This is an optimization exercise on Yosys and OpenROAD, whose aim is small area, a short achievable clock period and few clock cycles per item, not a production implementation. The RTL was checked by simulation tests, not by an equivalence proof against the original design.

==> flow/design.v (outline; a module is shown in full before it is edited, if it fits) <==
// module d12_mix_a: 7 lines
// module d12_mix_b: 9 lines
// module d12_mul_c1: 332 lines
// module d12_mul_c2: 375 lines
// module d12_keys: 173 lines
module d12_keys (
    input  wire        clk,
    input  wire        rst,         
    input  wire        in_valid,
    output wire        in_ready,
    input  wire [2:0]  in_op,
    input  wire        in_first,    
    input  wire [63:0] in_a,
    input  wire [31:0] in_b,
    input  wire [6:0]  in_n,
    output wire        out_valid,
    input  wire        out_ready,
    output wire [31:0] out_data
);
  // ...
==> flow/flow/run.sh <==
#!/bin/bash
# The standard layout, with the port buffers made of sky130_fd_sc_hd__buf_4
# instead of the resizer's default choice (a slow delay buffer). Every input
# and output port still gets its own buffer.
set -euo pipefail
export BUFFER_PORTS_ARGS="-buffer_cell sky130_fd_sc_hd__buf_4"
bash standard.sh > standard.log 2>&1
==> flow/standard.sh <==
#!/bin/bash
# synth_recipe.tcl (not shown) runs the flow's synth.tcl, then flattens the netlist and writes it again
# the make line also repeats each setting of config.mk as NAME=value (left out here)
make -C /OpenROAD-flow-scripts/flow DESIGN_CONFIG=/design/flow/config.mk WORK_HOME=/design/flow/orfs CLKGATE_MAP_FILE= SYNTH_SCRIPT=/design/flow/synth_recipe.tcl "${@:-finish}"
==> flow/config.mk <==
export PLATFORM = sky130hd
export DESIGN_NAME = d12_keys
export DESIGN_NICKNAME = d12_keys
export VERILOG_FILES = /design/flow/design.v
export SDC_FILE = /design/flow/constraint.sdc
export NUM_CORES = 4
export LEC_CHECK = 0
export CAP_MARGIN = 20
export CORE_MARGIN = 2
export CORE_UTILIZATION = 60
export CTS_BUF_LIST = sky130_fd_sc_hd__clkbuf_16
export CTS_CLUSTER_DIAMETER = 100
export CTS_CLUSTER_SIZE = 24
export SLEW_MARGIN = 20
==> flow/constraint.sdc <==
create_clock -name core_clock -period 34.0 [get_ports {clk}]
set_input_delay 6.8000 -clock core_clock [delete_from_list [all_inputs] [get_ports {clk}]]
set_output_delay 6.8000 -clock core_clock [all_outputs]
set_load 0.01 [all_outputs]
==> results.toml, run 1 <==
[synthesis]
syn_area_per_cell_um2 = 9.44
async_flop_share = 0
ys_ff_latch = 550
synthDistinctLibCells = 96

[cts]
cts-root-buf = "clkbuf_16"
clk_path_buf_depth = 3
cts_setup_buffers = 0
cts_tree = "yes"

[min_path]
min_to = "sk_data[10]"
holdPathStages = 1
hold_start = "sk_data[10]"

[worst_setup_path]
reg2reg_slack_ns = 26.82
critPathArrivalTime_ns = 1.17
crit_fanout = 1
crit_cells = 1

[detailed_routing]
drt_iter0_markers = 3121
wl_met2_um = 67200

[outcome]
status = "finished clean"

[finish]
drive_gt1_frac = 0.0683
design_area_um2 = 53300
buffers = 230

[sta]
worstMarginPinSlew_ns = 1.10

[placed_design]
place_ws_ns = 25.97

[floorplan]
die_height_um = 292
Testbench counts, summed over its fixed seeds: cycles 9,680, items 9,600.
==> module d12_mul_c1, before the edit <==
module d12_mul_c1 (
    input  wire [31:0] x,
    output wire [31:0] p
);
    wire s0, c0, s1, c1, s2, c2, s3, c3;
    wire s4, c4, s5, c5, s6, c6, s7, c7;
    wire s8, c8, s9, c9, s10, c10, s11, c11;
    wire s12, c12, s13, c13, s14, c14, s15, c15;
    wire s16, c16, s17, c17, s18, c18, s19, c19;
    wire s20, c20, s21, c21, s22, c22, s23, c23;
    wire s24, c24, s25, c25, s26, c26, s27, c27;
    wire s28, c28, s29, c29, s30, c30, s31, c31;
    wire s32, c32, s33, c33, s34, c34, s35, c35;
    wire s36, c36, s37, c37, s38, c38, s39, c39;
    wire s40, c40, s41, c41, s42, c42, s43, c43;
    wire s44, c44, s45, c45, s46, c46, s47, c47;
    wire s48, c48, s49, c49, s50, c50, s51, c51;
    wire s52, c52, s53, c53, s54, c54, s55, c55;
    wire s56, c56, s57, c57, s58, c58, s59, c59;
    wire s60, c60, s61, c61, s62, c62, s63, c63;
    wire s64, c64, s65, c65, s66, c66, s67, c67;
    wire s68, c68, s69, c69, s70, c70, s71, c71;
    wire s72, c72, s73, c73, s74, c74, s75, c75;
    wire s76, c76, s77, c77, s78, c78, s79, c79;
    wire s80, c80, s81, c81, s82, c82, s83, c83;
    wire s84, c84, s85, c85, s86, c86, s87, c87;
    wire s88, c88, s89, c89, s90, c90, s91, c91;
    wire s92, c92, s93, c93, s94, c94, s95, c95;
    wire s96, c96, s97, c97, s98, c98, s99, c99;
    wire s100, c100, s101, c101, s102, c102, s103, c103;
    wire s104, c104, s105, c105, s106, c106, s107, c107;
    wire s108, c108, s109, c109, s110, c110, s111, c111;
    wire s112, c112, s113, c113, s114, c114, s115, c115;
    wire s116, c116, s117, c117, s118, c118, s119, c119;
    wire s120, c120, s121, c121, s122, c122, s123, c123;
    wire s124, c124, s125, c125, s126, c126, s127, c127;
    wire s128, c128, s129, c129, s130, c130, s131, c131;
    wire s132, c132, s133, c133, s134, c134, s135, c135;
    wire s136, c136, s137, c137, s138, c138, s139, c139;
    wire s140, c140, s141, c141, s142, c142, s143, c143;
    assign s0 = x[25] ^ ~x[23];
    assign c0 = x[25] & ~x[23];
    assign s1 = x[26] ^ ~x[24] ^ x[21];
    assign c1 = (x[26] & ~x[24]) | (x[26] & x[21]) | (~x[24] & x[21]);
    assign s2 = x[27] ^ ~x[25] ^ x[22];
    assign c2 = (x[27] & ~x[25]) | (x[27] & x[22]) | (~x[25] & x[22]);
    assign s3 = ~x[17] ^ x[13] ^ ~x[11];
    assign c3 = (~x[17] & x[13]) | (~x[17] & ~x[11]) | (x[13] & ~x[11]);
    assign s4 = x[28] ^ ~x[26] ^ x[23];
    assign c4 = (x[28] & ~x[26]) | (x[28] & x[23]) | (~x[26] & x[23]);
    assign s5 = ~x[18] ^ x[14] ^ ~x[12];
    assign c5 = (~x[18] & x[14]) | (~x[18] & ~x[12]) | (x[14] & ~x[12]);
    assign s6 = x[29] ^ ~x[27] ^ x[24];
    assign c6 = (x[29] & ~x[27]) | (x[29] & x[24]) | (~x[27] & x[24]);
    assign s7 = ~x[19] ^ x[15] ^ ~x[13];
    assign c7 = (~x[19] & x[15]) | (~x[19] & ~x[13]) | (x[15] & ~x[13]);
    assign s8 = x[30] ^ ~x[28] ^ x[25];
    assign c8 = (x[30] & ~x[28]) | (x[30] & x[25]) | (~x[28] & x[25]);
    assign s9 = ~x[20] ^ x[16] ^ ~x[14];
    assign c9 = (~x[20] & x[16]) | (~x[20] & ~x[14]) | (x[16] & ~x[14]);
    assign s10 = x[31] ^ ~x[29] ^ x[26];
    assign c10 = (x[31] & ~x[29]) | (x[31] & x[26]) | (~x[29] & x[26]);
    assign s11 = ~x[21] ^ x[17] ^ ~x[15];
    assign c11 = (~x[21] & x[17]) | (~x[21] & ~x[15]) | (x[17] & ~x[15]);
    assign s12 = ~x[13] ^ ~x[10];
    assign c12 = ~x[13] & ~x[10];
    assign s13 = x[16] ^ ~x[14];
    assign c13 = x[16] & ~x[14];
    assign s14 = x[17] ^ ~x[15];
    assign c14 = x[17] & ~x[15];
    assign s15 = x[18] ^ ~x[16] ^ x[13];
    assign c15 = (x[18] & ~x[16]) | (x[18] & x[13]) | (~x[16] & x[13]);
    assign s16 = ~x[8] ^ x[4];
    assign c16 = ~x[8] & x[4];
    assign s17 = x[19] ^ ~x[17] ^ x[14];
    assign c17 = (x[19] & ~x[17]) | (x[19] & x[14]) | (~x[17] & x[14]);
    assign s18 = ~x[9] ^ x[5];
    assign c18 = ~x[9] & x[5];
    assign s19 = x[20] ^ ~x[18] ^ x[15];
    assign c19 = (x[20] & ~x[18]) | (x[20] & x[15]) | (~x[18] & x[15]);
    assign s20 = ~x[10] ^ x[6];
    assign c20 = ~x[10] & x[6];
    assign s21 = x[21] ^ ~x[19] ^ x[16];
    assign c21 = (x[21] & ~x[19]) | (x[21] & x[16]) | (~x[19] & x[16]);
    assign s22 = ~x[11] ^ x[7] ^ ~x[5];
    assign c22 = (~x[11] & x[7]) | (~x[11] & ~x[5]) | (x[7] & ~x[5]);
    assign s23 = ~x[3] ^ ~x[0];
    assign c23 = ~x[3] & ~x[0];
    assign s24 = x[22] ^ ~x[20] ^ x[17];
    assign c24 = (x[22] & ~x[20]) | (x[22] & x[17]) | (~x[20] & x[17]);
    assign s25 = ~x[12] ^ x[8] ^ ~x[6];
    assign c25 = (~x[12] & x[8]) | (~x[12] & ~x[6]) | (x[8] & ~x[6]);
    assign s26 = ~x[4] ^ ~x[1];
    assign c26 = ~x[4] & ~x[1];
    assign s27 = x[23] ^ ~x[21] ^ x[18];
    assign c27 = (x[23] & ~x[21]) | (x[23] & x[18]) | (~x[21] & x[18]);
    assign s28 = ~x[13] ^ x[9] ^ ~x[7];
    assign c28 = (~x[13] & x[9]) | (~x[13] & ~x[7]) | (x[9] & ~x[7]);
    assign s29 = ~x[5] ^ ~x[2] ^ x[0];
    assign c29 = (~x[5] & ~x[2]) | (~x[5] & x[0]) | (~x[2] & x[0]);
    assign s30 = x[24] ^ ~x[22] ^ x[19];
    assign c30 = (x[24] & ~x[22]) | (x[24] & x[19]) | (~x[22] & x[19]);
    assign s31 = ~x[14] ^ x[10] ^ ~x[8];
    assign c31 = (~x[14] & x[10]) | (~x[14] & ~x[8]) | (x[10] & ~x[8]);
    assign s32 = ~x[6] ^ ~x[3] ^ x[1];
    assign c32 = (~x[6] & ~x[3]) | (~x[6] & x[1]) | (~x[3] & x[1]);
    assign s33 = x[20] ^ ~x[15] ^ x[11];
    assign c33 = (x[20] & ~x[15]) | (x[20] & x[11]) | (~x[15] & x[11]);
    assign s34 = ~x[9] ^ ~x[7] ^ ~x[4];
    assign c34 = (~x[9] & ~x[7]) | (~x[9] & ~x[4]) | (~x[7] & ~x[4]);
    assign s35 = x[2] ^ x[0] ^ s0;
    assign c35 = (x[2] & x[0]) | (x[2] & s0) | (x[0] & s0);
    assign s36 = ~x[16] ^ x[12] ^ ~x[10];
    assign c36 = (~x[16] & x[12]) | (~x[16] & ~x[10]) | (x[12] & ~x[10]);
    assign s37 = ~x[8] ^ ~x[5] ^ x[3];
    assign c37 = (~x[8] & ~x[5]) | (~x[8] & x[3]) | (~x[5] & x[3]);
    assign s38 = x[1] ^ s1 ^ c0;
    assign c38 = (x[1] & s1) | (x[1] & c0) | (s1 & c0);
    assign s39 = ~x[9] ^ ~x[6] ^ x[4];
    assign c39 = (~x[9] & ~x[6]) | (~x[9] & x[4]) | (~x[6] & x[4]);
    assign s40 = x[2] ^ ~x[0] ^ 1'b1;
    assign c40 = (x[2] & ~x[0]) | (x[2] & 1'b1) | (~x[0] & 1'b1);
    assign s41 = s2 ^ s3 ^ c1;
    assign c41 = (s2 & s3) | (s2 & c1) | (s3 & c1);
    assign s42 = ~x[10] ^ ~x[7] ^ x[5];
    assign c42 = (~x[10] & ~x[7]) | (~x[10] & x[5]) | (~x[7] & x[5]);
    assign s43 = x[3] ^ ~x[1] ^ s4;
    assign c43 = (x[3] & ~x[1]) | (x[3] & s4) | (~x[1] & s4);
    assign s44 = s5 ^ c2 ^ c3;
    assign c44 = (s5 & c2) | (s5 & c3) | (c2 & c3);
    assign s45 = ~x[11] ^ ~x[8] ^ x[6];
    assign c45 = (~x[11] & ~x[8]) | (~x[11] & x[6]) | (~x[8] & x[6]);
    assign s46 = x[4] ^ ~x[2] ^ s6;
    assign c46 = (x[4] & ~x[2]) | (x[4] & s6) | (~x[2] & s6);
    assign s47 = s7 ^ c4 ^ c5;
    assign c47 = (s7 & c4) | (s7 & c5) | (c4 & c5);
    assign s48 = ~x[12] ^ ~x[9] ^ x[7];
    assign c48 = (~x[12] & ~x[9]) | (~x[12] & x[7]) | (~x[9] & x[7]);
    assign s49 = x[5] ^ ~x[3] ^ s8;
    assign c49 = (x[5] & ~x[3]) | (x[5] & s8) | (~x[3] & s8);
    assign s50 = s9 ^ c6 ^ c7;
    assign c50 = (s9 & c6) | (s9 & c7) | (c6 & c7);
    assign s51 = x[8] ^ x[6] ^ ~x[4];
    assign c51 = (x[8] & x[6]) | (x[8] & ~x[4]) | (x[6] & ~x[4]);
    assign s52 = x[0] ^ s10 ^ s11;
    assign c52 = (x[0] & s10) | (x[0] & s11) | (s10 & s11);
    assign s53 = s12 ^ c8 ^ c9;
    assign c53 = (s12 & c8) | (s12 & c9) | (c8 & c9);
    assign s54 = x[10] ^ ~x[8];
    assign c54 = x[10] & ~x[8];
    assign s55 = x[11] ^ ~x[9];
    assign c55 = x[11] & ~x[9];
    assign s56 = x[12] ^ ~x[10];
    assign c56 = x[12] & ~x[10];
    assign s57 = x[13] ^ ~x[11];
    assign c57 = x[13] & ~x[11];
    assign s58 = x[14] ^ ~x[12] ^ x[9];
    assign c58 = (x[14] & ~x[12]) | (x[14] & x[9]) | (~x[12] & x[9]);
    assign s59 = x[15] ^ ~x[13] ^ x[10];
    assign c59 = (x[15] & ~x[13]) | (x[15] & x[10]) | (~x[13] & x[10]);
    assign s60 = x[11] ^ ~x[6] ^ x[2];
    assign c60 = (x[11] & ~x[6]) | (x[11] & x[2]) | (~x[6] & x[2]);
    assign s61 = ~x[0] ^ 1'b1;
    assign c61 = ~x[0] & 1'b1;
    assign s62 = x[12] ^ ~x[7] ^ x[3];
    assign c62 = (x[12] & ~x[7]) | (x[12] & x[3]) | (~x[7] & x[3]);
    assign s63 = ~x[1] ^ s14 ^ c13;
    assign c63 = (~x[1] & s14) | (~x[1] & c13) | (s14 & c13);
    assign s64 = ~x[2] ^ ~x[0] ^ 1'b1;
    assign c64 = (~x[2] & ~x[0]) | (~x[2] & 1'b1) | (~x[0] & 1'b1);
    assign s65 = s15 ^ s16 ^ c14;
    assign c65 = (s15 & s16) | (s15 & c14) | (s16 & c14);
    assign s66 = ~x[3] ^ ~x[1] ^ s17;
    assign c66 = (~x[3] & ~x[1]) | (~x[3] & s17) | (~x[1] & s17);
    assign s67 = s18 ^ c15 ^ c16;
    assign c67 = (s18 & c15) | (s18 & c16) | (c15 & c16);
    assign s68 = ~x[4] ^ ~x[2] ^ s19;
    assign c68 = (~x[4] & ~x[2]) | (~x[4] & s19) | (~x[2] & s19);
    assign s69 = s20 ^ c17 ^ c18;
    assign c69 = (s20 & c17) | (s20 & c18) | (c17 & c18);
    assign s70 = 1'b1 ^ s21 ^ s22;
    assign c70 = (1'b1 & s21) | (1'b1 & s22) | (s21 & s22);
    assign s71 = s23 ^ c19 ^ c20;
    assign c71 = (s23 & c19) | (s23 & c20) | (c19 & c20);
    assign s72 = s24 ^ s25 ^ s26;
    assign c72 = (s24 & s25) | (s24 & s26) | (s25 & s26);
    assign s73 = c21 ^ c22 ^ c23;
    assign c73 = (c21 & c22) | (c21 & c23) | (c22 & c23);
    assign s74 = s27 ^ s28 ^ s29;
    assign c74 = (s27 & s28) | (s27 & s29) | (s28 & s29);
    assign s75 = c24 ^ c25 ^ c26;
    assign c75 = (c24 & c25) | (c24 & c26) | (c25 & c26);
    assign s76 = s30 ^ s31 ^ s32;
    assign c76 = (s30 & s31) | (s30 & s32) | (s31 & s32);
    assign s77 = c27 ^ c28 ^ c29;
    assign c77 = (c27 & c28) | (c27 & c29) | (c28 & c29);
    assign s78 = s33 ^ s34 ^ s35;
    assign c78 = (s33 & s34) | (s33 & s35) | (s34 & s35);
    assign s79 = c30 ^ c31 ^ c32;
    assign c79 = (c30 & c31) | (c30 & c32) | (c31 & c32);
    assign s80 = s36 ^ s37 ^ s38;
    assign c80 = (s36 & s37) | (s36 & s38) | (s37 & s38);
    assign s81 = c33 ^ c34 ^ c35;
    assign c81 = (c33 & c34) | (c33 & c35) | (c34 & c35);
    assign s82 = s39 ^ s40 ^ s41;
    assign c82 = (s39 & s40) | (s39 & s41) | (s40 & s41);
    assign s83 = c36 ^ c37 ^ c38;
    assign c83 = (c36 & c37) | (c36 & c38) | (c37 & c38);
    assign s84 = s42 ^ s43 ^ s44;
    assign c84 = (s42 & s43) | (s42 & s44) | (s43 & s44);
    assign s85 = c39 ^ c40 ^ c41;
    assign c85 = (c39 & c40) | (c39 & c41) | (c40 & c41);
    assign s86 = s45 ^ s46 ^ s47;
    assign c86 = (s45 & s46) | (s45 & s47) | (s46 & s47);
    assign s87 = c42 ^ c43 ^ c44;
    assign c87 = (c42 & c43) | (c42 & c44) | (c43 & c44);
    assign s88 = s48 ^ s49 ^ s50;
    assign c88 = (s48 & s49) | (s48 & s50) | (s49 & s50);
    assign s89 = c45 ^ c46 ^ c47;
    assign c89 = (c45 & c46) | (c45 & c47) | (c46 & c47);
    assign s90 = s51 ^ s52 ^ s53;
    assign c90 = (s51 & s52) | (s51 & s53) | (s52 & s53);
    assign s91 = c48 ^ c49 ^ c50;
    assign c91 = (c48 & c49) | (c48 & c50) | (c49 & c50);
    assign s92 = x[5] ^ ~x[0];
    assign c92 = x[5] & ~x[0];
    assign s93 = x[6] ^ ~x[1] ^ s55;
    assign c93 = (x[6] & ~x[1]) | (x[6] & s55) | (~x[1] & s55);
    assign s94 = x[7] ^ ~x[2] ^ s56;
    assign c94 = (x[7] & ~x[2]) | (x[7] & s56) | (~x[2] & s56);
    assign s95 = x[8] ^ ~x[3] ^ s57;
    assign c95 = (x[8] & ~x[3]) | (x[8] & s57) | (~x[3] & s57);
    assign s96 = ~x[4] ^ x[0] ^ s58;
    assign c96 = (~x[4] & x[0]) | (~x[4] & s58) | (x[0] & s58);
    assign s97 = ~x[5] ^ x[1] ^ s59;
    assign c97 = (~x[5] & x[1]) | (~x[5] & s59) | (x[1] & s59);
    assign s98 = s13 ^ s60 ^ s61;
    assign c98 = (s13 & s60) | (s13 & s61) | (s60 & s61);
    assign s99 = s62 ^ s63 ^ c60;
    assign c99 = (s62 & s63) | (s62 & c60) | (s63 & c60);
    assign s100 = s64 ^ s65 ^ c62;
    assign c100 = (s64 & s65) | (s64 & c62) | (s65 & c62);
    assign s101 = s66 ^ s67 ^ c64;
    assign c101 = (s66 & s67) | (s66 & c64) | (s67 & c64);
    assign s102 = s68 ^ s69 ^ c66;
    assign c102 = (s68 & s69) | (s68 & c66) | (s69 & c66);
    assign s103 = s70 ^ s71 ^ c68;
    assign c103 = (s70 & s71) | (s70 & c68) | (s71 & c68);
    assign s104 = s72 ^ s73 ^ c70;
    assign c104 = (s72 & s73) | (s72 & c70) | (s73 & c70);
    assign s105 = s74 ^ s75 ^ c72;
    assign c105 = (s74 & s75) | (s74 & c72) | (s75 & c72);
    assign s106 = s76 ^ s77 ^ c74;
    assign c106 = (s76 & s77) | (s76 & c74) | (s77 & c74);
    assign s107 = s78 ^ s79 ^ c76;
    assign c107 = (s78 & s79) | (s78 & c76) | (s79 & c76);
    assign s108 = s80 ^ s81 ^ c78;
    assign c108 = (s80 & s81) | (s80 & c78) | (s81 & c78);
    assign s109 = s82 ^ s83 ^ c80;
    assign c109 = (s82 & s83) | (s82 & c80) | (s83 & c80);
    assign s110 = s84 ^ s85 ^ c82;
    assign c110 = (s84 & s85) | (s84 & c82) | (s85 & c82);
    assign s111 = s86 ^ s87 ^ c84;
    assign c111 = (s86 & s87) | (s86 & c84) | (s87 & c84);
    assign s112 = s88 ^ s89 ^ c86;
    assign c112 = (s88 & s89) | (s88 & c86) | (s89 & c86);
    assign s113 = s90 ^ s91 ^ c88;
    assign c113 = (s90 & s91) | (s90 & c88) | (s91 & c88);
    assign s114 = x[2] ^ ~x[0];
    assign c114 = x[2] & ~x[0];
    assign s115 = x[3] ^ ~x[1];
    assign c115 = x[3] & ~x[1];
    assign s116 = x[4] ^ ~x[2];
    assign c116 = x[4] & ~x[2];
    assign s117 = x[5] ^ ~x[3] ^ x[0];
    assign c117 = (x[5] & ~x[3]) | (x[5] & x[0]) | (~x[3] & x[0]);
    assign s118 = x[6] ^ ~x[4] ^ x[1];
    assign c118 = (x[6] & ~x[4]) | (x[6] & x[1]) | (~x[4] & x[1]);
    assign s119 = x[7] ^ ~x[5] ^ x[2];
    assign c119 = (x[7] & ~x[5]) | (x[7] & x[2]) | (~x[5] & x[2]);
    assign s120 = x[8] ^ ~x[6] ^ x[3];
    assign c120 = (x[8] & ~x[6]) | (x[8] & x[3]) | (~x[6] & x[3]);
    assign s121 = x[9] ^ ~x[7] ^ x[4];
    assign c121 = (x[9] & ~x[7]) | (x[9] & x[4]) | (~x[7] & x[4]);
    assign s122 = 1'b1 ^ s54 ^ s92;
    assign c122 = (1'b1 & s54) | (1'b1 & s92) | (s54 & s92);
    assign s123 = c54 ^ s93 ^ c92;
    assign c123 = (c54 & s93) | (c54 & c92) | (s93 & c92);
    assign s124 = c55 ^ s94 ^ c93;
    assign c124 = (c55 & s94) | (c55 & c93) | (s94 & c93);
    assign s125 = c56 ^ s95 ^ c94;
    assign c125 = (c56 & s95) | (c56 & c94) | (s95 & c94);
    assign s126 = c57 ^ s96 ^ c95;
    assign c126 = (c57 & s96) | (c57 & c95) | (s96 & c95);
    assign s127 = c58 ^ s97 ^ c96;
    assign c127 = (c58 & s97) | (c58 & c96) | (s97 & c96);
    assign s128 = c59 ^ s98 ^ c97;
    assign c128 = (c59 & s98) | (c59 & c97) | (s98 & c97);
    assign s129 = c61 ^ s99 ^ c98;
    assign c129 = (c61 & s99) | (c61 & c98) | (s99 & c98);
    assign s130 = c63 ^ s100 ^ c99;
    assign c130 = (c63 & s100) | (c63 & c99) | (s100 & c99);
    assign s131 = c65 ^ s101 ^ c100;
    assign c131 = (c65 & s101) | (c65 & c100) | (s101 & c100);
    assign s132 = c67 ^ s102 ^ c101;
    assign c132 = (c67 & s102) | (c67 & c101) | (s102 & c101);
    assign s133 = c69 ^ s103 ^ c102;
    assign c133 = (c69 & s103) | (c69 & c102) | (s103 & c102);
    assign s134 = c71 ^ s104 ^ c103;
    assign c134 = (c71 & s104) | (c71 & c103) | (s104 & c103);
    assign s135 = c73 ^ s105 ^ c104;
    assign c135 = (c73 & s105) | (c73 & c104) | (s105 & c104);
    assign s136 = c75 ^ s106 ^ c105;
    assign c136 = (c75 & s106) | (c75 & c105) | (s106 & c105);
    assign s137 = c77 ^ s107 ^ c106;
    assign c137 = (c77 & s107) | (c77 & c106) | (s107 & c106);
    assign s138 = c79 ^ s108 ^ c107;
    assign c138 = (c79 & s108) | (c79 & c107) | (s108 & c107);
    assign s139 = c81 ^ s109 ^ c108;
    assign c139 = (c81 & s109) | (c81 & c108) | (s109 & c108);
    assign s140 = c83 ^ s110 ^ c109;
    assign c140 = (c83 & s110) | (c83 & c109) | (s110 & c109);
    assign s141 = c85 ^ s111 ^ c110;
    assign c141 = (c85 & s111) | (c85 & c110) | (s111 & c110);
    assign s142 = c87 ^ s112 ^ c111;
    assign c142 = (c87 & s112) | (c87 & c111) | (s112 & c111);
    assign s143 = c89 ^ s113 ^ c112;
    assign c143 = (c89 & s113) | (c89 & c112) | (s113 & c112);
    wire [31:0] ra = {s143, s142, s141, s140, s139, s138, s137, s136, s135, s134, s133, s132, s131, s130, s129, s128, s127, s126, s125, s124, s123, s122, s121, s120, s119, s118, s117, s116, s115, 1'b1, x[1], x[0]};
    wire [31:0] rb = {c142, c141, c140, c139, c138, c137, c136, c135, c134, c133, c132, c131, c130, c129, c128, c127, c126, c125, c124, c123, c122, c121, c120, c119, c118, c117, c116, c115, c114, s114, 1'b0, 1'b0};
    assign p = ra + rb;
endmodule
==> module d12_keys, before the edit <==
module d12_keys (
    input  wire        clk,
    input  wire        rst,         
    input  wire        in_valid,
    output wire        in_ready,
    input  wire [2:0]  in_op,
    input  wire        in_first,    
    input  wire [63:0] in_a,
    input  wire [31:0] in_b,
    input  wire [6:0]  in_n,
    output wire        out_valid,
    input  wire        out_ready,
    output wire [31:0] out_data
);
    reg         sk_valid;
    wire        en = !sk_valid;
    wire        sel_b   = !in_op[2] && !in_op[1];
    wire        sel_rot = !in_op[2] &&  in_op[1];
    wire [31:0] x_in = in_a[31:0] ^ (({32{sel_b}}   & in_b)
                                   | ({32{sel_rot}} & {in_b[24:0], in_b[31:25]}));
    reg         v0;
    reg  [2:0]  op0;
    reg         first0;
    reg  [31:0] x0;
    reg  [31:0] ahi0;
    reg  [6:0]  n0;
    always @(posedge clk) begin
        if (rst)
            v0 <= 1'b0;
        else if (en)
            v0 <= in_valid;
        if (en) begin
            op0    <= in_op;
            first0 <= in_first;
            x0     <= x_in;
            ahi0   <= in_a[63:32];
            n0     <= in_n;
        end
    end
    wire [31:0] s2;
    d12_mix_a u_mix0a (.h_in(x0), .h_out(s2));
    wire [37:0] prod = x0 * n0[5:0];
    wire [5:0]  part = n0[6] ? x0[31:26] : prod[37:32];
    wire        hok  = ({1'b0, x0[5:0]} < n0);
    reg         v1;
    reg  [31:0] s2_1;
    reg  [31:0] ahi1;
    reg         cnt1;       
    reg         wide1;      
    always @(posedge clk) begin
        if (rst)
            v1 <= 1'b0;
        else if (en)
            v1 <= v0;
        if (en) begin
            s2_1   <= s2;
            ahi1   <= op0[2] ? {24'd0, first0, hok, op0[0] ? x0[5:0] : part}
                             : ahi0;
            cnt1   <= op0[2];
            wide1  <= op0[0];
        end
    end
    wire        first1 = ahi1[7];
    wire        hok1   = ahi1[6];
    wire [5:0]  idx1   = ahi1[5:0];
    wire [31:0] m0;
    d12_mix_b u_mix0b (.h_in(s2_1), .h_out(m0));
    wire [31:0] x1 = {m0[24:0], m0[31:25]} ^ ahi1;
    reg  [2:0]  lo [0:63];
    reg  [5:0]  e_idx [0:7];
    reg  [2:0]  e_hm1 [0:7];
    reg  [7:0]  ev;             
    wire [2:0]  lo_rd = lo[idx1];
    reg  [7:0]  hit;
    reg  [2:0]  hm1_rd;
    integer j;
    always @(*) begin
        hm1_rd = 3'd0;
        for (j = 0; j < 8; j = j + 1) begin
            hit[j] = ev[j] && (e_idx[j] == idx1);
            hm1_rd = hm1_rd | (hit[j] ? e_hm1[j] : 3'd0);
        end
    end
    wire        any_hit = |hit;
    wire [3:0]  hi_rd   = any_hit ? {1'b0, hm1_rd} + 4'd1 : 4'd0;
    wire [6:0]  rd      = {hi_rd, lo_rd};
    wire [5:0]  rank    = first1 ? 6'd0 : rd[5:0];
    wire        is_part = cnt1 && !wide1;
    wire        do_part = v1 && en && is_part;
    reg         rst_r;
    always @(posedge clk) rst_r <= rst;
    wire        clr     = rst_r || (do_part && first1);
    wire        carry   = do_part && !first1 && (lo_rd == 3'd7);
    wire [2:0]  lo_new  = first1 ? 3'd1 : lo_rd + 3'd1;
    integer i;
    always @(posedge clk) begin
        for (i = 0; i < 64; i = i + 1) begin
            lo[i] <= ({3{do_part && !rst_r && (idx1 == i)}} & lo_new)
                   | ({3{!(do_part && (idx1 == i)) && !clr}} & lo[i]);
        end
        if (clr)
            ev <= 8'd0;
        else if (carry && !any_hit)
            ev <= {ev[6:0], 1'b1};
        for (i = 0; i < 8; i = i + 1) begin
            if (carry && !any_hit && !ev[i] && (i == 0 || ev[i-1])) begin
                e_idx[i] <= idx1;
                e_hm1[i] <= 3'd0;
            end else if (carry && hit[i]) begin
                e_hm1[i] <= hm1_rd + 3'd1;
            end
        end
    end
    wire [31:0] cres = wide1 ? {25'd0, hok1 ? rd : 7'd0}
                             : {18'd0, rank, 2'b00, idx1};
    wire [31:0] d2 = cnt1 ? cres : (wide1 ? x1 : m0);
    reg         v2;
    reg  [31:0] d2_2;
    reg         wide2;
    always @(posedge clk) begin
        if (rst)
            v2 <= 1'b0;
        else if (en)
            v2 <= v1;
        if (en) begin
            d2_2  <= d2;
            wide2 <= wide1 && !cnt1;
        end
    end
    wire [31:0] s2b;
    d12_mix_a u_mix1a (.h_in(d2_2), .h_out(s2b));
    reg         v3;
    reg  [31:0] d3_3;
    reg         wide3;
    always @(posedge clk) begin
        if (rst)
            v3 <= 1'b0;
        else if (en)
            v3 <= v2;
        if (en) begin
            d3_3  <= wide2 ? s2b : d2_2;
            wide3 <= wide2;
        end
    end
    wire [31:0] m1;
    d12_mix_b u_mix1b (.h_in(d3_3), .h_out(m1));
    wire [31:0] res = wide3 ? m1 : d3_3;
    reg  [31:0] o_data, sk_data;
    reg         o_valid;
    reg         rdy;                  
    wire        take = !o_valid || out_ready;
    wire        push = en && v3;
    wire        sk_next = sk_valid ? !take : (push && !take);
    always @(posedge clk) begin
        if (en)
            sk_data <= res;
        if (take && (sk_valid || push))
            o_data <= sk_valid ? sk_data : res;
        if (rst) begin
            o_valid  <= 1'b0;
            sk_valid <= 1'b0;
            rdy      <= 1'b1;
        end else begin
            if (take)
                o_valid <= sk_valid || push;
            sk_valid <= sk_next;
            rdy      <= !sk_next;
        end
    end
    assign out_valid = o_valid;
    assign out_data  = o_data;
    assign in_ready  = rdy;
endmodule
==> inputs of run 2 (changes only) <==
--- a/flow/design.v
+++ b/flow/design.v
@@ -339,17 +339,164 @@
     assign s141 = c85 ^ s111 ^ c110;
     assign c141 = (c85 & s111) | (c85 & c110) | (s111 & c110);
     assign s142 = c87 ^ s112 ^ c111;
     assign c142 = (c87 & s112) | (c87 & c111) | (s112 & c111);
     assign s143 = c89 ^ s113 ^ c112;
     assign c143 = (c89 & s113) | (c89 & c112) | (s113 & c112);
     wire [31:0] ra = {s143, s142, s141, s140, s139, s138, s137, s136, s135, s134, s133, s132, s131, s130, s129, s128, s127, s126, s125, s124, s123, s122, s121, s120, s119, s118, s117, s116, s115, 1'b1, x[1], x[0]};
     wire [31:0] rb = {c142, c141, c140, c139, c138, c137, c136, c135, c134, c133, c132, c131, c130, c129, c128, c127, c126, c125, c124, c123, c122, c121, c120, c119, c118, c117, c116, c115, c114, s114, 1'b0, 1'b0};
-    assign p = ra + rb;
+    wire [31:0] g0 = ra & rb;
+    wire [31:0] p0 = ra ^ rb;
+    wire gg0 = g0[1] | (p0[1] & g0[0]);
+    wire pp0 = p0[1] & p0[0];
+    wire gg1 = g0[3] | (p0[3] & g0[2]);
+    wire pp1 = p0[3] & p0[2];
+    wire gg2 = g0[5] | (p0[5] & g0[4]);
+    wire pp2 = p0[5] & p0[4];
+    wire gg3 = g0[7] | (p0[7] & g0[6]);
+    wire pp3 = p0[7] & p0[6];
+    wire gg4 = g0[9] | (p0[9] & g0[8]);
+    wire pp4 = p0[9] & p0[8];
+    wire gg5 = g0[11] | (p0[11] & g0[10]);
+    wire pp5 = p0[11] & p0[10];
+    wire gg6 = g0[13] | (p0[13] & g0[12]);
+    wire pp6 = p0[13] & p0[12];
+    wire gg7 = g0[15] | (p0[15] & g0[14]);
+    wire pp7 = p0[15] & p0[14];
+    wire gg8 = g0[17] | (p0[17] & g0[16]);
+    wire pp8 = p0[17] & p0[16];
+    wire gg9 = g0[19] | (p0[19] & g0[18]);
+    wire pp9 = p0[19] & p0[18];
+    wire gg10 = g0[21] | (p0[21] & g0[20]);
+    wire pp10 = p0[21] & p0[20];
+    wire gg11 = g0[23] | (p0[23] & g0[22]);
+    wire pp11 = p0[23] & p0[22];
+    wire gg12 = g0[25] | (p0[25] & g0[24]);
+    wire pp12 = p0[25] & p0[24];
+    wire gg13 = g0[27] | (p0[27] & g0[26]);
+    wire pp13 = p0[27] & p0[26];
+    wire gg14 = g0[29] | (p0[29] & g0[28]);
+    wire pp14 = p0[29] & p0[28];
+    wire gg15 = g0[31] | (p0[31] & g0[30]);
+    wire pp15 = p0[31] & p0[30];
+    wire gg16 = gg1 | (pp1 & gg0);
+    wire pp16 = pp1 & pp0;
+    wire gg17 = gg3 | (pp3 & gg2);
+    wire pp17 = pp3 & pp2;
+    wire gg18 = gg5 | (pp5 & gg4);
+    wire pp18 = pp5 & pp4;
+    wire gg19 = gg7 | (pp7 & gg6);
+    wire pp19 = pp7 & pp6;
+    wire gg20 = gg9 | (pp9 & gg8);
+    wire pp20 = pp9 & pp8;
+    wire gg21 = gg11 | (pp11 & gg10);
+    wire pp21 = pp11 & pp10;
+    wire gg22 = gg13 | (pp13 & gg12);
+    wire pp22 = pp13 & pp12;
+    wire gg23 = gg15 | (pp15 & gg14);
+    wire pp23 = pp15 & pp14;
+    wire gg24 = gg17 | (pp17 & gg16);
+    wire pp24 = pp17 & pp16;
+    wire gg25 = gg19 | (pp19 & gg18);
+    wire pp25 = pp19 & pp18;
+    wire gg26 = gg21 | (pp21 & gg20);
+    wire pp26 = pp21 & pp20;
+    wire gg27 = gg23 | (pp23 & gg22);
+    wire pp27 = pp23 & pp22;
+    wire gg28 = gg25 | (pp25 & gg24);
+    wire pp28 = pp25 & pp24;
+    wire gg29 = gg27 | (pp27 & gg26);
+    wire pp29 = pp27 & pp26;
+    wire gg30 = gg29 | (pp29 & gg28);
+    wire pp30 = pp29 & pp28;
+    wire gg31 = gg26 | (pp26 & gg28);
+    wire pp31 = pp26 & pp28;
+    wire gg32 = gg18 | (pp18 & gg24);
+    wire pp32 = pp18 & pp24;
+    wire gg33 = gg20 | (pp20 & gg28);
+    wire pp33 = pp20 & pp28;
+    wire gg34 = gg22 | (pp22 & gg31);
+    wire pp34 = pp22 & pp31;
+    wire gg35 = gg2 | (pp2 & gg16);
+    wire pp35 = pp2 & pp16;
+    wire gg36 = gg4 | (pp4 & gg24);
+    wire pp36 = pp4 & pp24;
+    wire gg37 = gg6 | (pp6 & gg32);
+    wire pp37 = pp6 & pp32;
+    wire gg38 = gg8 | (pp8 & gg28);
+    wire pp38 = pp8 & pp28;
+    wire gg39 = gg10 | (pp10 & gg33);
+    wire pp39 = pp10 & pp33;
+    wire gg40 = gg12 | (pp12 & gg31);
+    wire pp40 = pp12 & pp31;
+    wire gg41 = gg14 | (pp14 & gg34);
+    wire pp41 = pp14 & pp34;
+    wire gg42 = g0[2] | (p0[2] & gg0);
+    wire pp42 = p0[2] & pp0;
+    wire gg43 = g0[4] | (p0[4] & gg16);
+    wire pp43 = p0[4] & pp16;
+    wire gg44 = g0[6] | (p0[6] & gg35);
+    wire pp44 = p0[6] & pp35;
+    wire gg45 = g0[8] | (p0[8] & gg24);
+    wire pp45 = p0[8] & pp24;
+    wire gg46 = g0[10] | (p0[10] & gg36);
+    wire pp46 = p0[10] & pp36;
+    wire gg47 = g0[12] | (p0[12] & gg32);
+    wire pp47 = p0[12] & pp32;
+    wire gg48 = g0[14] | (p0[14] & gg37);
+    wire pp48 = p0[14] & pp37;
+    wire gg49 = g0[16] | (p0[16] & gg28);
+    wire pp49 = p0[16] & pp28;
+    wire gg50 = g0[18] | (p0[18] & gg38);
+    wire pp50 = p0[18] & pp38;
+    wire gg51 = g0[20] | (p0[20] & gg33);
+    wire pp51 = p0[20] & pp33;
+    wire gg52 = g0[22] | (p0[22] & gg39);
+    wire pp52 = p0[22] & pp39;
+    wire gg53 = g0[24] | (p0[24] & gg31);
+    wire pp53 = p0[24] & pp31;
+    wire gg54 = g0[26] | (p0[26] & gg40);
+    wire pp54 = p0[26] & pp40;
+    wire gg55 = g0[28] | (p0[28] & gg34);
+    wire pp55 = p0[28] & pp34;
+    wire gg56 = g0[30] | (p0[30] & gg41);
+    wire pp56 = p0[30] & pp41;
+    assign p[0] = p0[0];
+    assign p[1] = p0[1] ^ g0[0];
+    assign p[2] = p0[2] ^ gg0;
+    assign p[3] = p0[3] ^ gg42;
+    assign p[4] = p0[4] ^ gg16;
+    assign p[5] = p0[5] ^ gg43;
+    assign p[6] = p0[6] ^ gg35;
+    assign p[7] = p0[7] ^ gg44;
+    assign p[8] = p0[8] ^ gg24;
+    assign p[9] = p0[9] ^ gg45;
+    assign p[10] = p0[10] ^ gg36;
+    assign p[11] = p0[11] ^ gg46;
+    assign p[12] = p0[12] ^ gg32;
+    assign p[13] = p0[13] ^ gg47;
+    assign p[14] = p0[14] ^ gg37;
+    assign p[15] = p0[15] ^ gg48;
+    assign p[16] = p0[16] ^ gg28;
+    assign p[17] = p0[17] ^ gg49;
+    assign p[18] = p0[18] ^ gg38;
+    assign p[19] = p0[19] ^ gg50;
+    assign p[20] = p0[20] ^ gg33;
+    assign p[21] = p0[21] ^ gg51;
+    assign p[22] = p0[22] ^ gg39;
+    assign p[23] = p0[23] ^ gg52;
+    assign p[24] = p0[24] ^ gg31;
+    assign p[25] = p0[25] ^ gg53;
+    assign p[26] = p0[26] ^ gg40;
+    assign p[27] = p0[27] ^ gg54;
+    assign p[28] = p0[28] ^ gg34;
+    assign p[29] = p0[29] ^ gg55;
+    assign p[30] = p0[30] ^ gg41;
+    assign p[31] = p0[31] ^ gg56;
 endmodule
 module d12_mul_c2 (
     input  wire [31:0] x,
     output wire [31:0] p
 );
     wire s0, c0, s1, c1, s2, c2, s3, c3;
     wire s4, c4, s5, c5, s6, c6, s7, c7;
     wire s8, c8, s9, c9, s10, c10, s11, c11;
@@ -714,17 +861,179 @@
     assign s160 = c106 ^ s134 ^ c133;
     assign c160 = (c106 & s134) | (c106 & c133) | (s134 & c133);
     assign s161 = c108 ^ s135 ^ c134;
     assign c161 = (c108 & s135) | (c108 & c134) | (s135 & c134);
     assign s162 = c110 ^ s136 ^ c135;
     assign c162 = (c110 & s136) | (c110 & c135) | (s136 & c135);
     wire [31:0] ra = {s162, s161, s160, s159, s158, s157, s156, s155, s154, s153, s152, s151, s150, s149, s148, s147, s146, s145, s144, s143, s142, s141, s140, s139, s138, x[0], ~x[5], ~x[4], ~x[3], ~x[2], ~x[1], ~x[0]};
     wire [31:0] rb = {c161, c160, c159, c158, c157, c156, c155, c154, c153, c152, c151, c150, c149, c148, c147, c146, c145, c144, c143, c142, c141, c140, c139, c138, c137, s137, x[2], x[1], x[0], 1'b0, 1'b0, 1'b1};
-    assign p = ra + rb;
+    wire [31:0] g0 = ra & rb;
+    wire [31:0] p0 = ra ^ rb;
+    wire gs0 = g0[1] | (p0[1] & g0[0]);
+    wire gs1 = g0[3] | (p0[3] & g0[2]);
+    wire ps1 = p0[3] & p0[2];
+    wire gs2 = g0[5] | (p0[5] & g0[4]);
+    wire ps2 = p0[5] & p0[4];
+    wire gs3 = g0[7] | (p0[7] & g0[6]);
+    wire ps3 = p0[7] & p0[6];
+    wire gs4 = g0[9] | (p0[9] & g0[8]);
+    wire ps4 = p0[9] & p0[8];
+    wire gs5 = g0[11] | (p0[11] & g0[10]);
+    wire ps5 = p0[11] & p0[10];
+    wire gs6 = g0[13] | (p0[13] & g0[12]);
+    wire ps6 = p0[13] & p0[12];
+    wire gs7 = g0[15] | (p0[15] & g0[14]);
+    wire ps7 = p0[15] & p0[14];
+    wire gs8 = g0[17] | (p0[17] & g0[16]);
+    wire ps8 = p0[17] & p0[16];
+    wire gs9 = g0[19] | (p0[19] & g0[18]);
+    wire ps9 = p0[19] & p0[18];
+    wire gs10 = g0[21] | (p0[21] & g0[20]);
+    wire ps10 = p0[21] & p0[20];
+    wire gs11 = g0[23] | (p0[23] & g0[22]);
+    wire ps11 = p0[23] & p0[22];
+    wire gs12 = g0[25] | (p0[25] & g0[24]);
+    wire ps12 = p0[25] & p0[24];
+    wire gs13 = g0[27] | (p0[27] & g0[26]);
+    wire ps13 = p0[27] & p0[26];
+    wire gs14 = g0[29] | (p0[29] & g0[28]);
+    wire ps14 = p0[29] & p0[28];
+    wire gs15 = g0[31] | (p0[31] & g0[30]);
+    wire ps15 = p0[31] & p0[30];
+    wire gs16 = g0[2] | (p0[2] & gs0);
+    wire gs17 = gs1 | (ps1 & gs0);
+    wire gs18 = g0[6] | (p0[6] & gs2);
+    wire ps18 = p0[6] & ps2;
+    wire gs19 = gs3 | (ps3 & gs2);
+    wire ps19 = ps3 & ps2;
+    wire gs20 = g0[10] | (p0[10] & gs4);
+    wire ps20 = p0[10] & ps4;
+    wire gs21 = gs5 | (ps5 & gs4);
+    wire ps21 = ps5 & ps4;
+    wire gs22 = g0[14] | (p0[14] & gs6);
+    wire ps22 = p0[14] & ps6;
+    wire gs23 = gs7 | (ps7 & gs6);
+    wire ps23 = ps7 & ps6;
+    wire gs24 = g0[18] | (p0[18] & gs8);
+    wire ps24 = p0[18] & ps8;
+    wire gs25 = gs9 | (ps9 & gs8);
+    wire ps25 = ps9 & ps8;
+    wire gs26 = g0[22] | (p0[22] & gs10);
+    wire ps26 = p0[22] & ps10;
+    wire gs27 = gs11 | (ps11 & gs10);
+    wire ps27 = ps11 & ps10;
+    wire gs28 = g0[26] | (p0[26] & gs12);
+    wire ps28 = p0[26] & ps12;
+    wire gs29 = gs13 | (ps13 & gs12);
+    wire ps29 = ps13 & ps12;
+    wire gs30 = g0[30] | (p0[30] & gs14);
+    wire ps30 = p0[30] & ps14;
+    wire gs31 = gs15 | (ps15 & gs14);
+    wire ps31 = ps15 & ps14;
+    wire gs32 = g0[4] | (p0[4] & gs17);
+    wire gs33 = gs2 | (ps2 & gs17);
+    wire gs34 = gs18 | (ps18 & gs17);
+    wire gs35 = gs19 | (ps19 & gs17);
+    wire gs36 = g0[12] | (p0[12] & gs21);
+    wire ps36 = p0[12] & ps21;
+    wire gs37 = gs6 | (ps6 & gs21);
+    wire ps37 = ps6 & ps21;
+    wire gs38 = gs22 | (ps22 & gs21);
+    wire ps38 = ps22 & ps21;
+    wire gs39 = gs23 | (ps23 & gs21);
+    wire ps39 = ps23 & ps21;
+    wire gs40 = g0[20] | (p0[20] & gs25);
+    wire ps40 = p0[20] & ps25;
+    wire gs41 = gs10 | (ps10 & gs25);
+    wire ps41 = ps10 & ps25;
+    wire gs42 = gs26 | (ps26 & gs25);
+    wire ps42 = ps26 & ps25;
+    wire gs43 = gs27 | (ps27 & gs25);
+    wire ps43 = ps27 & ps25;
+    wire gs44 = g0[28] | (p0[28] & gs29);
+    wire ps44 = p0[28] & ps29;
+    wire gs45 = gs14 | (ps14 & gs29);
+    wire ps45 = ps14 & ps29;
+    wire gs46 = gs30 | (ps30 & gs29);
+    wire ps46 = ps30 & ps29;
+    wire gs47 = gs31 | (ps31 & gs29);
+    wire ps47 = ps31 & ps29;
+    wire gs48 = g0[8] | (p0[8] & gs35);
+    wire gs49 = gs4 | (ps4 & gs35);
+    wire gs50 = gs20 | (ps20 & gs35);
+    wire gs51 = gs21 | (ps21 & gs35);
+    wire gs52 = gs36 | (ps36 & gs35);
+    wire gs53 = gs37 | (ps37 & gs35);
+    wire gs54 = gs38 | (ps38 & gs35);
+    wire gs55 = gs39 | (ps39 & gs35);
+    wire gs56 = g0[24] | (p0[24] & gs43);
+    wire ps56 = p0[24] & ps43;
+    wire gs57 = gs12 | (ps12 & gs43);
+    wire ps57 = ps12 & ps43;
+    wire gs58 = gs28 | (ps28 & gs43);
+    wire ps58 = ps28 & ps43;
+    wire gs59 = gs29 | (ps29 & gs43);
+    wire ps59 = ps29 & ps43;
+    wire gs60 = gs44 | (ps44 & gs43);
+    wire ps60 = ps44 & ps43;
+    wire gs61 = gs45 | (ps45 & gs43);
+    wire ps61 = ps45 & ps43;
+    wire gs62 = gs46 | (ps46 & gs43);
+    wire ps62 = ps46 & ps43;
+    wire gs63 = gs47 | (ps47 & gs43);
+    wire ps63 = ps47 & ps43;
+    wire gs64 = g0[16] | (p0[16] & gs55);
+    wire gs65 = gs8 | (ps8 & gs55);
+    wire gs66 = gs24 | (ps24 & gs55);
+    wire gs67 = gs25 | (ps25 & gs55);
+    wire gs68 = gs40 | (ps40 & gs55);
+    wire gs69 = gs41 | (ps41 & gs55);
+    wire gs70 = gs42 | (ps42 & gs55);
+    wire gs71 = gs43 | (ps43 & gs55);
+    wire gs72 = gs56 | (ps56 & gs55);
+    wire gs73 = gs57 | (ps57 & gs55);
+    wire gs74 = gs58 | (ps58 & gs55);
+    wire gs75 = gs59 | (ps59 & gs55);
+    wire gs76 = gs60 | (ps60 & gs55);
+    wire gs77 = gs61 | (ps61 & gs55);
+    wire gs78 = gs62 | (ps62 & gs55);
+    wire gs79 = gs63 | (ps63 & gs55);
+    assign p[0] = p0[0];
+    assign p[1] = p0[1] ^ g0[0];
+    assign p[2] = p0[2] ^ gs0;
+    assign p[3] = p0[3] ^ gs16;
+    assign p[4] = p0[4] ^ gs17;
+    assign p[5] = p0[5] ^ gs32;
+    assign p[6] = p0[6] ^ gs33;
+    assign p[7] = p0[7] ^ gs34;
+    assign p[8] = p0[8] ^ gs35;
+    assign p[9] = p0[9] ^ gs48;
+    assign p[10] = p0[10] ^ gs49;
+    assign p[11] = p0[11] ^ gs50;
+    assign p[12] = p0[12] ^ gs51;
+    assign p[13] = p0[13] ^ gs52;
+    assign p[14] = p0[14] ^ gs53;
+    assign p[15] = p0[15] ^ gs54;
+    assign p[16] = p0[16] ^ gs55;
+    assign p[17] = p0[17] ^ gs64;
+    assign p[18] = p0[18] ^ gs65;
+    assign p[19] = p0[19] ^ gs66;
+    assign p[20] = p0[20] ^ gs67;
+    assign p[21] = p0[21] ^ gs68;
+    assign p[22] = p0[22] ^ gs69;
+    assign p[23] = p0[23] ^ gs70;
+    assign p[24] = p0[24] ^ gs71;
+    assign p[25] = p0[25] ^ gs72;
+    assign p[26] = p0[26] ^ gs73;
+    assign p[27] = p0[27] ^ gs74;
+    assign p[28] = p0[28] ^ gs75;
+    assign p[29] = p0[29] ^ gs76;
+    assign p[30] = p0[30] ^ gs77;
+    assign p[31] = p0[31] ^ gs78;
 endmodule
 module d12_keys (
     input  wire        clk,
     input  wire        rst,         
     input  wire        in_valid,
     output wire        in_ready,
     input  wire [2:0]  in_op,
     input  wire        in_first,    
@@ -738,35 +1047,33 @@
     reg         sk_valid;
     wire        en = !sk_valid;
     wire        sel_b   = !in_op[2] && !in_op[1];
     wire        sel_rot = !in_op[2] &&  in_op[1];
     wire [31:0] x_in = in_a[31:0] ^ (({32{sel_b}}   & in_b)
                                    | ({32{sel_rot}} & {in_b[24:0], in_b[31:25]}));
     reg         v0;
     reg  [2:0]  op0;
-    reg         first0;
     reg  [31:0] x0;
-    reg  [31:0] ahi0;
-    reg  [6:0]  n0;
+    reg  [31:0] ahi0;       
     always @(posedge clk) begin
         if (rst)
             v0 <= 1'b0;
         else if (en)
             v0 <= in_valid;
         if (en) begin
             op0    <= in_op;
-            first0 <= in_first;
             x0     <= x_in;
-            ahi0   <= in_a[63:32];
-            n0     <= in_n;
+            ahi0   <= in_op[2] ? {24'd0, in_first, in_n} : in_a[63:32];
         end
     end
     wire [31:0] s2;
     d12_mix_a u_mix0a (.h_in(x0), .h_out(s2));
+    wire [6:0]  n0     = ahi0[6:0];
+    wire        first0 = ahi0[7];
     wire [37:0] prod = x0 * n0[5:0];
     wire [5:0]  part = n0[6] ? x0[31:26] : prod[37:32];
     wire        hok  = ({1'b0, x0[5:0]} < n0);
     reg         v1;
     reg  [31:0] s2_1;
     reg  [31:0] ahi1;
     reg         cnt1;       
     reg         wide1;      
@@ -869,20 +1176,21 @@
     d12_mix_b u_mix1b (.h_in(d3_3), .h_out(m1));
     wire [31:0] res = wide3 ? m1 : d3_3;
     reg  [31:0] o_data, sk_data;
     reg         o_valid;
     reg         rdy;                  
     wire        take = !o_valid || out_ready;
     wire        push = en && v3;
     wire        sk_next = sk_valid ? !take : (push && !take);
+    wire        load = take && (sk_valid || push);
     always @(posedge clk) begin
         if (en)
             sk_data <= res;
-        if (take && (sk_valid || push))
+        if (load)
             o_data <= sk_valid ? sk_data : res;
         if (rst) begin
             o_valid  <= 1'b0;
             sk_valid <= 1'b0;
             rdy      <= 1'b1;
         end else begin
             if (take)
                 o_valid <= sk_valid || push;
==> run 2 against run 1 <==
Clock skew is 0.0064 ns higher. Maximum frequency is 0.52% lower. Synthesized area down 1.7%. Non-clock buffer count is 13 lower. Die area fell by 1.6%. Via count is 9.2% lower. Design area is 2.1% lower. Register-to-register slack got worse by 0.12 ns. Clock-buffer cell count down 4. Sequential share of layout area increased by 0.092 points. Critical path type unchanged. Highest routed layer is now met5.
==> results.toml, run 2 <==
[outcome]
status = "finished clean"

[worst_setup_path]
r2r.worst_path.cells = 22
endpoint_kind = "output port"
reg2reg_to = "d3_3[31]"
r2r_start = "d2_2[19]"
reg2reg_slack_ns = 26.70
crit_start = "o_data[16]"
path_cells = "buf_4"
crit_family = "flip-flops"
critPathLaunchType = "flop"
endpoint = "out_data[16]"
cpPeakStageDelay_ns = 0.38
crit_cells = 1
crit_buf_inv = 1
worstSetupPathType = "flop to output port"
crit_fanout = 1
cp_slowest_cell = "edfxtp_1"
critPathArrivalTime_ns = 1.21
crit_required_ns = 27.20

[synthesis]
yosysWarnings = 5
synth_largest_area_cell = "fa_1"
synth-adder-area-share = 0.337
synth-main-ff-cell = "edfxtp_1"
synthTopCellsByArea = "fa_1 (27%), edfxtp_1 (17%), dfxtp_1 (11%)"
synth-compound-area-share = 0.0998
synth_seq_area_share = 0.279
synth_xor_area_frac = 0.0698
syn_nets = 5903
syn_area_per_cell_um2 = 10.1
synthesis.instances = 4864
ys_ff_latch = 542
synth-simple-area-share = 0.0991
yosysMostFrequentCell = "inv_1"
synth_top_area_frac = 0.266
synth_edf_count = 278
synth_top_family_by_area = "adder cells"
async_flop_share = 0
syn_area_um2 = 48900
synthMuxAreaShare = 0.0367
synthDistinctLibCells = 84
synth_commonest_cells = "inv_1 (814), fa_1 (650), nor2_1 (503)"

[floorplan]
io_pins = 145
start_util = 0.607
die_height_um = 290
dieArea_um2 = 83900
fp-row-count = 104
core_region_area_um2 = 80700
dieWidth_um = 290

[sta]
fmax_mhz = 125
whs_ns = 0.468
hold_viol = 0
slew_headroom = 0.253
finalCritPeriodShare = 0.236
fin_crit_ns = 8.01
tns_ns = 0
maxSlewViolCount = 0
setup_viol = 0
rsz0062_at_grt = "false"
worstMarginPinSlew_ns = 1.12
fin_worst_skew_ns = 0.0362

[finish]
syn_to_final_growth_pct = 6.67
drive_gt1_frac = 0.0689
largest_reg_flops = 192
final_common_cell = "inv_1"
layout.nets = 5967
max_flop_register = "lo"
final_cell_mix = "inv_1 (826), fa_1 (650), nor2_1 (503)"
fill_cells = 6679
n_antenna_cell = 0
reg_top3 = "lo: 192 flops, e_idx: 48 flops"

[cts]
path_clk_slew_ns = 0.10
cts_sinks = 542
cts_setup_buffers = 0
numCtsBuffers = 31
hold_buffers = 0
cts_resized = 0
cts_tree = "yes"
cts-root-buf = "clkbuf_16"
h-tree-depth = 1
clock_latency_ns = 0.67
clk_path_buf_depth = 3

[detailed_routing]
drc = 0
wl_per_cell_um = 21.7
dr.pass1.iters = 7
vias_per_cell = 5.73
drt_iter0_markers = 2624
routed-via-count = 34400
wl_um = 130000
drtAntennaViolNets = 0

[global_route]
antenna_found_initial = 2
track_usage = 0.319
grt_pass1_vias = 34800
grt_pass1_wl_um = 204000
grt_start_max_net_pins = 201
overflow = 0

[min_path]
hold_start = "e_hm1[6][2]"
min_path_type = "flop to flop"

[placed_design]
place_congestion = 0.957
hpwlAfterDp_um = 99700
io_buffers = 144

[job]
maxCapViolCount = 0
run 2: changes by cell type after synthesis, sizes merged, moves of 17 or more:
| cell | delta |
|---|---|
| a22oi | +17 |
| fa | +124 |
| xnor2 | -150 |
| nand3 | -19 |
| a21oi | -135 |
| inv | +118 |
| a21o | -20 |
| and2 | -33 |
| nand2 | -41 |
| mux2i | +39 |
| o21ai | -118 |
| nor2 | -83 |
| nand2b | -21 |
run 2: final cells by class:
cell class,instances,area [um^2],area share
Timing Repair Buffer,217,1650,0.0317
Clock buffer,33,826,0.0158
Multi-Input combinational cell,3318,31500,0.603
Sequential cell,542,13600,0.261
Inverter,818,3080,0.0589
Clock inverter,24,225,0.00431
Tap cell,1060,1330,0.0254
run 2: cell families (layout without fill, tap and decap cells):
kind of cell,count (synthesis),in the layout
mux,177,177
compound gates,793,793
buf+inv,1004,1092
fa+ha+maj,928,928
simple gates,1046,1046
flops,542,542
xor+xnor,374,374
run 2: routing by layer:
layer / routed length, um / track usage / share of wire / up-vias
li1: - / - / - / 15800
met1: 53300 / 0.423 / 0.41 / 17200
met2: 63900 / 0.544 / 0.49 / 1125
met3: 7450 / 0.0359 / 0.057 / 249
met4: 5590 / 0.114 / 0.043 / 2
met5: 13 / 0 / 0.00010 / -
run 2: how the worst min path moves through the flow:
| stage | end | slack, ns | cells past startpoint |
|---|---|---|---|
| finish | e_hm1[6][2] | 0.47 | 2 |
| CTS | e_hm1[6][1] | 0.47 | 2 |
| global route | e_hm1[6][2] | 0.49 | 2 |
| global placement | e_hm1[6][0] | 0.44 | 2 |
| detailed placement | e_hm1[6][0] | 0.45 | 2 |
| floorplan | ahi1[7] | 0.40 | 0 |
run 2: per-stage QoR:
step,utilization,instances,cell area (um^2),setup WS (ns)
2_1_floorplan,-,4864,48900,25.85
3_3_place_gp,0.634,5954,51100,25.90
3_5_place_dp,0.634,5954,51100,25.89
4_1_cts,0.647,6011,52200,25.96
5_1_grt,0.647,6012,52200,25.95
6_report,0.647,6012,52200,25.99
Testbench counts of run 2, summed over its fixed seeds: cycles 9,680, items 9,600.

==> port drivers added, routing unchanged <==
How much do the figures lean on ideal ports? The routed layouts below were timed once more, with nothing changed but the port constraints.
Step 1 (the two cells are an assumption about what drives the block):
set clk [get_ports {clk}]
set_driving_cell -lib_cell sky130_fd_sc_hd__clkbuf_16 $clk
set_driving_cell -lib_cell sky130_fd_sc_hd__buf_2 [delete_from_list [all_inputs] $clk]
Step 2 adds t to the input delays and takes it off the output delays; t is the mean of the earliest and latest rising clock arrival at the registers after step 1. Input paths then give back, and output paths get back, about the clock's delay inside the block.
Slacks: ideal / step 1 / step 2; pairs: ideal / step 1.
run | t, ns | setup slack, ns | worst setup path after step 2 | pins driven straight from the clock port
run 1 | 0.659 | 26.034 / 25.967 / 25.994 | input to register | 1
run 2 | 0.723 | 25.992 / 25.923 / 25.855 | input to register | 1
After both steps every run listed still meets setup and hold. For run 2, which loses most, drivers alone change the setup slack by -0.069 ns; drivers and shift together by -0.137 ns.
